This is an optimization exercise on Yosys and OpenROAD, whose aim is small area, a short achievable clock period and few clock cycles per item, not a production implementation. In this exercise RTL edits were held to simulation tests only and were not proved equivalent to the original.

==> garnet <==
==> flow/design.v (excerpt) <==
module flit_rx_check (
  input  wire        clk,
  input  wire        rst,
  input  wire        in_valid,
  output wire        in_ready,
  input  wire [63:0] in_data,
  output wire        out_valid,
  input  wire        out_ready,
  output wire [63:0] out_data,
  output wire        out_last,
  output wire        out_fec_fail,
  output wire        out_crc_fail
);
export LEC_CHECK = 0
export CAP_MARGIN = 20
export CORE_MARGIN = 2
export CORE_UTILIZATION = 30
export CTS_CLUSTER_DIAMETER = 60
export CTS_CLUSTER_SIZE = 30
export SLEW_MARGIN = 20
create_clock -name core_clock -period 30.0 [get_ports {clk}]
run.sh (not shown) runs the stock make flow with config.mk's settings and CLKGATE_MAP_FILE= SYNTH_SCRIPT=/design/flow/synth_recipe.tcl, a recipe that flattens the netlist after the stock synthesis.
==> willow: changes against garnet <==
--- a/flow/design.v
+++ b/flow/design.v
@@ -178,19 +178,27 @@
   assign in_ready     = in_rdy_q;
   assign out_valid    = ov_q;
   assign out_data     = out_q;
   assign out_last     = olast_q;
   assign out_fec_fail = ofec_q;
   assign out_crc_fail = ocrc_q;
   wire wr = in_valid && in_rdy_q;
   wire rd = rd_ok && (!ov_q || out_ready);
-  wire [5:0] occ_n   = occ + {5'd0, wr} - {5'd0, rd};
-  wire [5:0] wdist_n = wr ? 6'd0 : (wdist == 6'd0 ? 6'd36 : wdist - 6'd1);
-  wire [5:0] rdist_n = rd ? 6'd0 : (rdist == 6'd0 ? 6'd36 : rdist - 6'd1);
+  wire [5:0] occ_inc = occ + 6'd1;
+  wire [5:0] occ_dec = occ - 6'd1;
+  wire [5:0] occ_n   = (wr && !rd) ? occ_inc : ((rd && !wr) ? occ_dec : occ);
+  wire [5:0] wdist_d = (wdist == 6'd0) ? 6'd36 : wdist - 6'd1;
+  wire [5:0] rdist_d = (rdist == 6'd0) ? 6'd36 : rdist - 6'd1;
+  wire [5:0] wdist_n = wr ? 6'd0 : wdist_d;
+  wire [5:0] rdist_n = rd ? 6'd0 : rdist_d;
+  wire occ_is0 = (occ == 6'd0), occ_is1 = (occ == 6'd1);
+  wire occ_isf = (occ == 6'd37), occ_isf1 = (occ == 6'd36);
+  wire nz_n   = (wr && !rd) ? 1'b1 : ((rd && !wr) ? !occ_is1 : !occ_is0);
+  wire nf_n   = (wr && !rd) ? !occ_isf1 : ((rd && !wr) ? 1'b1 : !occ_isf);
   integer i;
   always @(posedge clk) begin
     for (i = 0; i < L - 1; i = i + 1)
       ring[i] <= ring[i + 1];
     ring[L-1] <= wr ? in_data : ring[0];
   end
   always @(posedge clk) begin
     if (rst) begin
@@ -209,18 +217,18 @@
       rdist    <= rdist_n;
       occ      <= occ_n;
       if (wr) wbeat <= wbeat + 5'd1;
       if (rd) begin
         rbeat   <= rbeat + 5'd1;
         r_first <= (rbeat == 5'd31);
         r_last  <= (rbeat == 5'd30);
       end
-      in_rdy_q <= (wdist_n == 6'd0) && (occ_n != 6'd37);
-      rd_ok    <= (rdist_n == 6'd0) && (occ_n != 6'd0) && chien_ok_n;
+      in_rdy_q <= (wr || wdist == 6'd1) && nf_n;
+      rd_ok    <= (rd || rdist == 6'd1) && nz_n && chien_ok_n;
       wr_q     <= wr;
     end
     wr_beat_q <= wbeat;
   end
   reg  [31:0] syn [0:2];
   wire [63:0] wb = ring[L-1];
   wire        sfirst = (wr_beat_q == 5'd0);
   wire        sdone  = wr_q && (wr_beat_q == 5'd31);
@@ -404,32 +412,39 @@
   always @(posedge clk) begin
     hold2 <= syn[1];
     if (rst) sq <= 2'd0;
     else sq <= sdone ? 2'd2 : (sq != 2'd0 ? sq - 2'd1 : 2'd0);
   end
   wire [31:0] sa   = sdone ? su1 : (sq == 2'd2 ? syn[0] : hold2);
   wire        sa_v = sdone || (sq != 2'd0);
   wire [1:0]  sa_c = sdone ? 2'd0 : (sq == 2'd2 ? 2'd1 : 2'd2);
+  wire load;    
   wire [7:0] s0 = lm_pt(sa[7:0]), s1 = lm_pt(sa[15:8]), s2 = lm_pt(sa[23:16]), s3 = lm_pt(sa[31:24]);
   wire [7:0] m02 = tmul(s0, s2);
   wire [7:0] m13 = tmul(s1, s3);
   wire [7:0] mx  = tmul(s0 ^ s1, s2 ^ s3);
   reg  [7:0] b_det, b_num1, b_num2, b_s0, b_s1;
   reg        b_zero, b_v;
   reg  [1:0] b_c;
+  wire       b_hold = b_v && (b_c == 2'd2) && !load;
   always @(posedge clk) begin
-    b_det  <= tsq(s1) ^ m02;
-    b_num1 <= mx ^ m02 ^ m13;
-    b_num2 <= m13 ^ tsq(s2);
-    b_s0   <= s0;
-    b_s1   <= s1;
-    b_zero <= (sa == 32'd0);
-    b_c    <= sa_c;
-    b_v    <= sa_v && !rst;
+    if (!b_hold) begin
+      b_det  <= tsq(s1) ^ m02;
+      b_num1 <= mx ^ m02 ^ m13;
+      b_num2 <= m13 ^ tsq(s2);
+      b_s0   <= s0;
+      b_s1   <= s1;
+      b_zero <= (sa == 32'd0);
+      b_c    <= sa_c;
+    end
+    if (rst)
+      b_v <= 1'b0;
+    else if (!b_hold)
+      b_v <= sa_v;
   end
   wire       b_two = (b_det != 8'h00);
   wire       b_one = !b_zero && !b_two;
   wire       b_c0  = (b_c == 2'd0);
   wire [3:0] b_n   = gf16_mul(gf16_mul(b_num1[7:4], b_num1[7:4]), 4'd8) ^
                      gf16_mul(b_num1[7:4], b_num1[3:0]) ^ gf16_mul(b_num1[3:0], b_num1[3:0]);
   wire [3:0] b_ni  = gf16_inv(b_n);
   wire [7:0] b_dc  = tmul(b_det, {b_num1[7:4], b_num1[3:0] ^ b_num1[7:4]});
@@ -439,22 +454,22 @@
   wire [7:0] b_l1  = b_two ? b_num1 : b_s1;
   wire [7:0] n_l0  = lm_tp(b_two ? b_det : b_s0);
   wire [7:0] n_a   = b_c0 ? lm_a85(b_l1) : lm_a84(b_l1);
   wire [7:0] n_b   = b_c0 ? lm_b85(b_num2) : lm_b84(b_num2);
   wire [7:0] n_g   = b_c0 ? lm_g85(b_e) : lm_g84(b_e);
   wire [7:0] n_f   = lm_tp(b_f);
   wire [1:0] n_mode = b_two ? 2'd2 : (b_one ? ((b_s0 == 8'h00 || b_num1 != 8'h00) ? 2'd3 : 2'd1) : 2'd0);
   wire [41:0] n_out = {n_mode, n_f, n_g, n_b, n_a, n_l0};
-  reg  [41:0] pend [0:2];
-  reg  [2:0]  pend_v;
+  reg  [41:0] pend [0:1];
+  reg  [1:0]  pend_v;
   always @(posedge clk) begin
-    if (b_v) pend[b_c] <= n_out;
+    if (b_v && !b_c[1]) pend[b_c[0]] <= n_out;
   end
-  wire next_ok = pend_v[0] && pend_v[1] && (pend_v[2] || (b_v && b_c == 2'd2));
+  wire next_ok = pend_v[0] && pend_v[1] && b_v && (b_c == 2'd2);
   reg  [43:0] chs [0:2];
   wire [43:0] chs0 = chs[0], chs1 = chs[1], chs2 = chs[2];
   wire [63:0] rb = ring[1];
   wire [23:0] lv0, le0;    
   wire [23:0] lu0;           
   wire [23:0] lv1, le1;    
   wire [23:0] lu1;           
   wire [15:0] lv2, le2;    
@@ -746,35 +761,36 @@
     case (chs2[41:40])
       2'd0: okc[2] = 1'b1;
       2'd1: okc[2] = chu[2][42];
       2'd2: okc[2] = chu[2][43];
       default: okc[2] = 1'b0;
     endcase
   end
   wire done_rd = rd && r_last;
-  wire load    = next_ok && (!chien_ok || done_rd);
+  assign load  = next_ok && (!chien_ok || done_rd);
   wire lsel    = next_ok && (!chien_ok || r_last);
-  assign chien_ok_n = load || (chien_ok && !done_rd);
+  assign chien_ok_n = rd ? ((next_ok && (!chien_ok || r_last)) || (chien_ok && !r_last))
+                         : (next_ok || chien_ok);
   always @(posedge clk) begin
     if (rst) begin
-      pend_v   <= 3'b000;
+      pend_v   <= 2'b00;
       chien_ok <= 1'b0;
     end else begin
       chien_ok <= chien_ok_n;
       if (load)
-        pend_v <= 3'b000;
-      else if (b_v)
-        pend_v[b_c] <= 1'b1;
+        pend_v <= 2'b00;
+      else if (b_v && !b_c[1])
+        pend_v[b_c[0]] <= 1'b1;
     end
     if (load || rd) begin
       if (lsel) begin
         chs[0] <= {2'b00, pend[0]};
         chs[1] <= {2'b00, pend[1]};
-        chs[2] <= {2'b00, pend_v[2] ? pend[2] : n_out};
+        chs[2] <= {2'b00, n_out};
       end else begin
         chs[0] <= chu[2];
         chs[1] <= chu[0];
         chs[2] <= chu[1];
       end
     end
   end
   reg        o_new;       
==> flow/flow/run.sh (new file) <==
#!/bin/bash
# Layout flow: the standard layout (standard.sh, its synthesis, floorplan,
# power grid, placement, CTS and routing unchanged), with two changes to how
# the layout is optimised:
#  - timing repair aims at a 7.5 ns clock period (setup margin 22.5 ns on the
#    30 ns constraint), so gates on the long paths are sized and buffered;
#  - the port buffers are buf_4 cells instead of the delay buffer the flow
#    picks by default.
# The constraints (constraint.sdc) are not changed. make's output goes to
# make_finish.log; each ORFS step logs to orfs/logs/.
set -euo pipefail
bash standard.sh SETUP_SLACK_MARGIN=22.5 "BUFFER_PORTS_ARGS=-buffer_cell sky130_fd_sc_hd__buf_4" finish > make_finish.log 2>&1
==> flow/standard.sh (new file) <==
#!/bin/bash
# synth_recipe.tcl (not shown) runs the flow's synth.tcl, then flattens the netlist and writes it again
# the make line also repeats each setting of config.mk as NAME=value (left out here)
make -C /OpenROAD-flow-scripts/flow DESIGN_CONFIG=/design/flow/config.mk WORK_HOME=/design/flow/orfs CLKGATE_MAP_FILE= SYNTH_SCRIPT=/design/flow/synth_recipe.tcl "${@:-finish}"
==> flow/config.mk (replaced) <==
export PLATFORM = sky130hd
export DESIGN_NAME = flit_rx_check
export DESIGN_NICKNAME = flit_rx_check
export VERILOG_FILES = /design/flow/design.v
export SDC_FILE = /design/flow/constraint.sdc
export NUM_CORES = 8
export LEC_CHECK = 0
export CAP_MARGIN = 20
export CORE_MARGIN = 2
export CORE_UTILIZATION = 50
export CTS_CLUSTER_DIAMETER = 60
export CTS_CLUSTER_SIZE = 30
export SLEW_MARGIN = 20
removed: flow/run.sh
==> metrics.md <==
| Metric | Value |
|---|---|
| Status | `complete, no violations` |
| # clock sinks | `2977` |
| Setup Buffers After CTS | `0` |
| First DRT Iteration DRCs | `4235` |
| Signal buffers share of area | `0.0229` |
| Dpl ws | `20.03 ns` |
| Core region area | `315000 um^2` |
| Commonest non-fill, non-tap cells in the layout | `2555 x dfxtp_1, 1467 x xnor2_1, 778 x nand2_1` |
| Worst reg2reg path depth | `23` |
| Synth area leaders | `dfxtp_1 54%, xnor2_1 14%, edfxtp_1 13%, xor2_1 5.8%, nand2_1 3.1%` |
| Layout area overhead | `13.7%` |
That was garnet.
==> metrics.md <==
| Metric | Value |
|---|---|
| Status | `complete, no violations` |
| Setup Buffers After CTS | `10` |
| Met3 Resource Use GR | `0.0324` |
| Layout area overhead | `11.3%` |
| Synth area leaders | `dfxtp_1 53%, xnor2_1 14%, edfxtp_1 13%, xor2_1 5.7%, nand2_1 3.1%` |
| Core region area | `188000 um^2` |
| First DRT Iteration DRCs | `4717` |
| M1 WL | `112000 um` |
| Repair and plain buffers | `300` |
| Signal buffers share of area | `0.0217` |
| # clock sinks | `2934` |
| Worst reg2reg path depth | `22` |
| Commonest non-fill, non-tap cells in the layout | `2452 x dfxtp_1, 1506 x xnor2_1, 767 x nand2_1` |
That was willow.
Testbench counts of garnet, summed over its fixed seeds: cycles 16,680, flits 512.
Testbench counts of willow, summed over its fixed seeds: cycles 16,680, flits 512.

==> run a: inputs <==
flit_rx_check, a different RTL version from the one above (not shown whole).
## flit_rx_check
module flit_rx_check (
  input  wire        clk,
  input  wire        rst,
  input  wire        in_valid,
  output wire        in_ready,
  input  wire [63:0] in_data,
  output wire        out_valid,
  input  wire        out_ready,
  output wire [63:0] out_data,
  output wire        out_last,
  output wire        out_fec_fail,
  output wire        out_crc_fail
);
  localparam integer L = 37;
  localparam [63:0] CRC_CHK = 64'h2D062787539E5AD0;
  function automatic [3:0] gf16_mul(input [3:0] a, input [3:0] b);
    reg [3:0] p, x;
    integer i;
    begin
      p = 4'h0;
      x = a;
      for (i = 0; i < 4; i = i + 1) begin
        if (b[i]) p = p ^ x;
        x = {x[2:0], 1'b0} ^ (x[3] ? 4'h3 : 4'h0);
      end
      gf16_mul = p;
    end
  endfunction
  function automatic [3:0] gf16_inv(input [3:0] a);
    case (a)
      4'd0: gf16_inv = 4'd0;
      4'd1: gf16_inv = 4'd1;
      4'd2: gf16_inv = 4'd9;
      4'd3: gf16_inv = 4'd14;
      4'd4: gf16_inv = 4'd13;
      4'd5: gf16_inv = 4'd11;
      4'd6: gf16_inv = 4'd7;
      4'd7: gf16_inv = 4'd6;
      4'd8: gf16_inv = 4'd15;
      4'd9: gf16_inv = 4'd2;
      4'd10: gf16_inv = 4'd12;
      4'd11: gf16_inv = 4'd5;
      4'd12: gf16_inv = 4'd10;
      4'd13: gf16_inv = 4'd4;
      4'd14: gf16_inv = 4'd3;
      4'd15: gf16_inv = 4'd8;
      default: gf16_inv = 4'd0;
    endcase
  endfunction
  function automatic [7:0] tmul(input [7:0] a, input [7:0] b);
    reg [3:0] hh, ll, mm;
    begin
      hh = gf16_mul(a[7:4], b[7:4]);
      ll = gf16_mul(a[3:0], b[3:0]);
      mm = gf16_mul(a[7:4] ^ a[3:0], b[7:4] ^ b[3:0]);
      tmul = {mm ^ ll, ll ^ gf16_mul(hh, 4'd8)};
    end
  endfunction
  function automatic [7:0] tsq(input [7:0] a);
    reg [3:0] h, l;
    begin
      h = gf16_mul(a[7:4], a[7:4]);
      l = gf16_mul(a[3:0], a[3:0]);
      tsq = {h, l ^ gf16_mul(h, 4'd8)};
    end
  endfunction
  function automatic [7:0] lm_pt(input [7:0] x);
    begin
      lm_pt[0] = x[0] ^ x[1] ^ x[2] ^ x[3] ^ x[6];
  ...
Settings: LEC_CHECK=0, CAP_MARGIN=20, CORE_MARGIN=2, CORE_UTILIZATION=30, CTS_CLUSTER_DIAMETER=60, CTS_CLUSTER_SIZE=30, SLEW_MARGIN=20; clock period 30.0 ns.
standard.sh (not shown) runs the stock make flow with config.mk's settings and CLKGATE_MAP_FILE= SYNTH_SCRIPT=/design/flow/synth_recipe.tcl, a recipe that flattens the netlist after the stock synthesis.
==> flow/flow/run.sh <==
#!/bin/bash
# Layout flow: the standard layout (standard.sh, its synthesis, floorplan,
# power grid, placement, CTS and routing unchanged), with two changes to how
# the layout is optimised:
#  - timing repair aims at a 7.5 ns clock period (setup margin 22.5 ns on the
#    30 ns constraint), so gates on the long paths are sized and buffered;
#  - the port buffers are buf_4 cells instead of the delay buffer the flow
#    picks by default.
# The constraints (constraint.sdc) are not changed. make's output goes to
# make_finish.log; each ORFS step logs to orfs/logs/.
set -euo pipefail
bash standard.sh SETUP_SLACK_MARGIN=22.5 "BUFFER_PORTS_ARGS=-buffer_cell sky130_fd_sc_hd__buf_4" finish > make_finish.log 2>&1
==> inputs of run b, as changes to run a <==
--- a/flow/design.v
+++ b/flow/design.v
@@ -72,74 +72,38 @@
       lm_pt[3] = x[3] ^ x[4] ^ x[6];
       lm_pt[4] = x[4] ^ x[7];
       lm_pt[5] = x[1] ^ x[3] ^ x[4];
       lm_pt[6] = x[2] ^ x[5] ^ x[6];
       lm_pt[7] = x[5];
     end
   endfunction
-  function automatic [7:0] lm_a85(input [7:0] x);
-    begin
-      lm_a85[0] = x[0] ^ x[1] ^ x[2] ^ x[5] ^ x[6] ^ x[7];
-      lm_a85[1] = x[0] ^ x[2] ^ x[4];
-      lm_a85[2] = x[0] ^ x[1] ^ x[4] ^ x[7];
-      lm_a85[3] = x[1] ^ x[2] ^ x[3] ^ x[5];
-      lm_a85[4] = x[0] ^ x[1] ^ x[3] ^ x[5] ^ x[6];
-      lm_a85[5] = x[5] ^ x[6];
-      lm_a85[6] = x[0] ^ x[1] ^ x[6];
-      lm_a85[7] = x[0] ^ x[1] ^ x[3] ^ x[5] ^ x[7];
-    end
-  endfunction
   function automatic [7:0] lm_a84(input [7:0] x);
     begin
       lm_a84[0] = x[0] ^ x[1] ^ x[3] ^ x[5] ^ x[7];
       lm_a84[1] = x[0] ^ x[1] ^ x[2] ^ x[5] ^ x[6] ^ x[7];
       lm_a84[2] = x[1] ^ x[2] ^ x[3] ^ x[4] ^ x[5] ^ x[7];
       lm_a84[3] = x[3] ^ x[4] ^ x[5];
       lm_a84[4] = x[0] ^ x[2] ^ x[7];
       lm_a84[5] = x[0] ^ x[1] ^ x[3] ^ x[5] ^ x[6];
       lm_a84[6] = x[5] ^ x[6];
       lm_a84[7] = x[0] ^ x[1] ^ x[6];
     end
   endfunction
-  function automatic [7:0] lm_b85(input [7:0] x);
-    begin
-      lm_b85[0] = x[1] ^ x[7];
-      lm_b85[1] = x[0] ^ x[1] ^ x[2] ^ x[6] ^ x[7];
-      lm_b85[2] = x[0] ^ x[3] ^ x[5] ^ x[7];
-      lm_b85[3] = x[3] ^ x[4] ^ x[6];
-      lm_b85[4] = x[0] ^ x[1] ^ x[2] ^ x[3] ^ x[5] ^ x[6] ^ x[7];
-      lm_b85[5] = x[5] ^ x[6] ^ x[7];
-      lm_b85[6] = x[0] ^ x[3] ^ x[4] ^ x[5] ^ x[7];
-      lm_b85[7] = x[0] ^ x[1] ^ x[2] ^ x[3] ^ x[4] ^ x[5];
-    end
-  endfunction
   function automatic [7:0] lm_b84(input [7:0] x);
     begin
       lm_b84[0] = x[0] ^ x[3] ^ x[4] ^ x[5] ^ x[7];
       lm_b84[1] = x[0] ^ x[1] ^ x[2] ^ x[3] ^ x[4] ^ x[5];
       lm_b84[2] = x[0] ^ x[1] ^ x[3] ^ x[4] ^ x[5];
       lm_b84[3] = x[0] ^ x[6];
       lm_b84[4] = x[0] ^ x[1] ^ x[2] ^ x[3] ^ x[5];
       lm_b84[5] = x[0] ^ x[1] ^ x[2] ^ x[5] ^ x[6];
       lm_b84[6] = x[0] ^ x[1] ^ x[2] ^ x[3] ^ x[5] ^ x[6] ^ x[7];
       lm_b84[7] = x[5] ^ x[6] ^ x[7];
     end
   endfunction
-  function automatic [7:0] lm_g85(input [7:0] x);
-    begin
-      lm_g85[0] = x[1] ^ x[7];
-      lm_g85[1] = x[0] ^ x[1] ^ x[2] ^ x[6] ^ x[7];
-      lm_g85[2] = x[0] ^ x[3] ^ x[5] ^ x[7];
-      lm_g85[3] = x[3] ^ x[4] ^ x[6];
-      lm_g85[4] = x[0] ^ x[1] ^ x[2] ^ x[3] ^ x[5] ^ x[6] ^ x[7];
-      lm_g85[5] = x[5] ^ x[6] ^ x[7];
-      lm_g85[6] = x[0] ^ x[3] ^ x[4] ^ x[5] ^ x[7];
-      lm_g85[7] = x[0] ^ x[1] ^ x[2] ^ x[3] ^ x[4] ^ x[5];
-    end
-  endfunction
   function automatic [7:0] lm_g84(input [7:0] x);
     begin
       lm_g84[0] = x[0] ^ x[1] ^ x[2] ^ x[6] ^ x[7];
       lm_g84[1] = x[0] ^ x[1] ^ x[3] ^ x[5];
       lm_g84[2] = x[1] ^ x[3] ^ x[4] ^ x[6] ^ x[7];
       lm_g84[3] = x[0] ^ x[2] ^ x[3] ^ x[5] ^ x[6];
       lm_g84[4] = x[5] ^ x[6] ^ x[7];
@@ -156,14 +120,50 @@
       lm_tp[3] = x[1] ^ x[2] ^ x[4] ^ x[5] ^ x[6];
       lm_tp[4] = x[2] ^ x[7];
       lm_tp[5] = x[7];
       lm_tp[6] = x[1] ^ x[3] ^ x[4] ^ x[5] ^ x[6] ^ x[7];
       lm_tp[7] = x[2] ^ x[4] ^ x[7];
     end
   endfunction
+  function automatic [7:0] lm_m1(input [7:0] x);
+    begin
+      lm_m1[0] = x[1];
+      lm_m1[1] = x[0] ^ x[2];
+      lm_m1[2] = x[0] ^ x[3];
+      lm_m1[3] = x[0] ^ x[4];
+      lm_m1[4] = x[5];
+      lm_m1[5] = x[6];
+      lm_m1[6] = x[7];
+      lm_m1[7] = x[0];
+    end
+  endfunction
+  function automatic [7:0] lm_m2(input [7:0] x);
+    begin
+      lm_m2[0] = x[0] ^ x[2];
+      lm_m2[1] = x[0] ^ x[1] ^ x[3];
+      lm_m2[2] = x[0] ^ x[1] ^ x[4];
+      lm_m2[3] = x[1] ^ x[5];
+      lm_m2[4] = x[6];
+      lm_m2[5] = x[7];
+      lm_m2[6] = x[0];
+      lm_m2[7] = x[1];
+    end
+  endfunction
+  function automatic [7:0] lm_p1(input [7:0] x);
+    begin
+      lm_p1[0] = x[7];
+      lm_p1[1] = x[0];
+      lm_p1[2] = x[1] ^ x[7];
+      lm_p1[3] = x[2] ^ x[7];
+      lm_p1[4] = x[3] ^ x[7];
+      lm_p1[5] = x[4];
+      lm_p1[6] = x[5];
+      lm_p1[7] = x[6];
+    end
+  endfunction
   reg  [63:0] ring [0:L-1];
   reg  [5:0]  wdist;      
   reg  [5:0]  rdist;      
   reg  [5:0]  occ;        
   reg  [4:0]  wbeat;      
   reg  [4:0]  rbeat;      
   reg         in_rdy_q;
@@ -179,17 +179,25 @@
   assign out_valid    = ov_q;
   assign out_data     = out_q;
   assign out_last     = olast_q;
   assign out_fec_fail = ofec_q;
   assign out_crc_fail = ocrc_q;
   wire wr = in_valid && in_rdy_q;
   wire rd = rd_ok && (!ov_q || out_ready);
-  wire [5:0] occ_n   = occ + {5'd0, wr} - {5'd0, rd};
-  wire [5:0] wdist_n = wr ? 6'd0 : (wdist == 6'd0 ? 6'd36 : wdist - 6'd1);
-  wire [5:0] rdist_n = rd ? 6'd0 : (rdist == 6'd0 ? 6'd36 : rdist - 6'd1);
+  wire [5:0] occ_inc = occ + 6'd1;
+  wire [5:0] occ_dec = occ - 6'd1;
+  wire [5:0] occ_n   = (wr && !rd) ? occ_inc : ((rd && !wr) ? occ_dec : occ);
+  wire [5:0] wdist_d = (wdist == 6'd0) ? 6'd36 : wdist - 6'd1;
+  wire [5:0] rdist_d = (rdist == 6'd0) ? 6'd36 : rdist - 6'd1;
+  wire [5:0] wdist_n = wr ? 6'd0 : wdist_d;
+  wire [5:0] rdist_n = rd ? 6'd0 : rdist_d;
+  wire occ_is0 = (occ == 6'd0), occ_is1 = (occ == 6'd1);
+  wire occ_isf = (occ == 6'd37), occ_isf1 = (occ == 6'd36);
+  wire nz_n   = (wr && !rd) ? 1'b1 : ((rd && !wr) ? !occ_is1 : !occ_is0);
+  wire nf_n   = (wr && !rd) ? !occ_isf1 : ((rd && !wr) ? 1'b1 : !occ_isf);
   integer i;
   always @(posedge clk) begin
     for (i = 0; i < L - 1; i = i + 1)
       ring[i] <= ring[i + 1];
     ring[L-1] <= wr ? in_data : ring[0];
   end
   always @(posedge clk) begin
@@ -210,16 +218,16 @@
       occ      <= occ_n;
       if (wr) wbeat <= wbeat + 5'd1;
       if (rd) begin
         rbeat   <= rbeat + 5'd1;
         r_first <= (rbeat == 5'd31);
         r_last  <= (rbeat == 5'd30);
       end
-      in_rdy_q <= (wdist_n == 6'd0) && (occ_n != 6'd37);
-      rd_ok    <= (rdist_n == 6'd0) && (occ_n != 6'd0) && chien_ok_n;
+      in_rdy_q <= (wr || wdist == 6'd1) && nf_n;
+      rd_ok    <= (rd || rdist == 6'd1) && nz_n && chien_ok_n;
       wr_q     <= wr;
     end
     wr_beat_q <= wbeat;
   end
   reg  [31:0] syn [0:2];
   wire [63:0] wb = ring[L-1];
   wire        sfirst = (wr_beat_q == 5'd0);
@@ -441,17 +449,18 @@
   wire [3:0] b_ni  = gf16_inv(b_n);
   wire [7:0] b_dc  = tmul(b_det, {b_num1[7:4], b_num1[3:0] ^ b_num1[7:4]});
   wire [7:0] b_r   = {gf16_mul(b_dc[7:4], b_ni), gf16_mul(b_dc[3:0], b_ni)};
   wire [7:0] b_e   = tmul(b_s0, b_r);
   wire [7:0] b_f   = tmul(b_s1, b_r) ^ b_s0;
   wire [7:0] b_l1  = b_two ? b_num1 : b_s1;
   wire [7:0] n_l0  = lm_tp(b_two ? b_det : b_s0);
-  wire [7:0] n_a   = b_c0 ? lm_a85(b_l1) : lm_a84(b_l1);
-  wire [7:0] n_b   = b_c0 ? lm_b85(b_num2) : lm_b84(b_num2);
-  wire [7:0] n_g   = b_c0 ? lm_g85(b_e) : lm_g84(b_e);
+  wire [7:0] n_a84 = lm_a84(b_l1), n_b84 = lm_b84(b_num2), n_g84 = lm_g84(b_e);
+  wire [7:0] n_a   = b_c0 ? lm_m1(n_a84) : n_a84;
+  wire [7:0] n_b   = b_c0 ? lm_m2(n_b84) : n_b84;
+  wire [7:0] n_g   = b_c0 ? lm_p1(n_g84) : n_g84;
   wire [7:0] n_f   = lm_tp(b_f);
   wire [1:0] n_mode = b_two ? 2'd2 : (b_one ? ((b_s0 == 8'h00 || b_num1 != 8'h00) ? 2'd3 : 2'd1) : 2'd0);
   wire [41:0] n_out = {n_mode, n_f, n_g, n_b, n_a, n_l0};
   reg  [41:0] pend [0:1];
   reg  [1:0]  pend_v;
   always @(posedge clk) begin
     if (b_v && !b_c[1]) pend[b_c[0]] <= n_out;
@@ -756,15 +765,16 @@
       2'd2: okc[2] = chu[2][43];
       default: okc[2] = 1'b0;
     endcase
   end
   wire done_rd = rd && r_last;
   assign load  = next_ok && (!chien_ok || done_rd);
   wire lsel    = next_ok && (!chien_ok || r_last);
-  assign chien_ok_n = load || (chien_ok && !done_rd);
+  assign chien_ok_n = rd ? ((next_ok && (!chien_ok || r_last)) || (chien_ok && !r_last))
+                         : (next_ok || chien_ok);
   always @(posedge clk) begin
     if (rst) begin
       pend_v   <= 2'b00;
       chien_ok <= 1'b0;
     end else begin
       chien_ok <= chien_ok_n;
       if (load)
==> flow/flow/run.sh (replaced) <==
#!/bin/bash
# Layout flow: the standard layout (standard.sh: its synthesis, floorplan,
# power grid, placement, CTS and routing), with changes only to how the
# layout is optimised:
#  - timing repair aims at a 7.5 ns clock period (setup margin 22.5 ns on the
#    30 ns constraint), so gates on the long paths are sized and buffered;
#  - the port buffers are buf_4 cells instead of the delay buffer the flow
#    picks by default;
#  - clock tree: sinks clustered in groups of up to 30 within 90 um, and no
#    dummy loads.
# The constraints (constraint.sdc) are not changed. make's output goes to
# make_finish.log; each ORFS step logs to orfs/logs/.
set -euo pipefail
bash standard.sh SETUP_SLACK_MARGIN=22.5 \
  "BUFFER_PORTS_ARGS=-buffer_cell sky130_fd_sc_hd__buf_4" \
  "CTS_ARGS=-sink_clustering_enable -repair_clock_nets -sink_clustering_size 30 -sink_clustering_max_diameter 90 -dont_use_dummy_load" \
  finish > make_finish.log 2>&1
==> flow/config.mk (replaced) <==
export PLATFORM = sky130hd
export DESIGN_NAME = flit_rx_check
export DESIGN_NICKNAME = flit_rx_check
export VERILOG_FILES = /design/flow/design.v
export SDC_FILE = /design/flow/constraint.sdc
export NUM_CORES = 8
export LEC_CHECK = 0
export CAP_MARGIN = 20
export CORE_MARGIN = 2
export CORE_UTILIZATION = 50
export SLEW_MARGIN = 20
==> run summary <==
- Between run b and run a, the lower wire length is in run b (gap 7.9%, measured against run a).
- Between run b and run a, the lower sequential share of layout area is in run a (gap 2.9 points).
- Between run a and run b, the lower count of clock-buffer cells in the layout is in run b (gap 47).
Testbench counts of run a, summed over its fixed seeds: cycles 16,680, flits 512.
Testbench counts of run b, summed over its fixed seeds: cycles 16,680, flits 512.

[separate check: timing with driven ports]
No port has a modelled driver above. Below, the same layouts with a new extraction and two added sets of constraints.
Step 1, drivers: a clkbuf_16 drives clk and a buf_2 each remaining input, both assumed.
Step 2 also shifts input and output timing later by t, the mid clock arrival at the registers, as if the neighbouring blocks saw the same clock.
Three values: ideal, step 1, step 2; two values: the first two.
| run | t (ns) | setup WS [ns] | hold slack, ns | worst setup path after step 2 | worst slew at a driven data input, ns |
|---|---|---|---|---|---|
| garnet | 0.928 | 20.943 / 21.008 / 20.079 | 0.240 / 0.240 / 0.240 | input to register | 0.23 |
| willow | 0.909 | 22.554 / 22.467 / 21.759 | 0.267 / 0.267 / 0.267 | input to register | 0.14 |
| run a | 0.916 | 22.445 / 22.430 / 21.576 | 0.261 / 0.261 / 0.261 | input to register | 0.09 |
| run b | 0.860 | 22.546 / 22.456 / 21.801 | 0.296 / 0.296 / 0.296 | input to register | 0.17 |
After both steps setup and hold are still met in every run listed. The setup slack of run a, which loses most, moves by -0.015 ns with the drivers and by -0.869 ns with both steps.
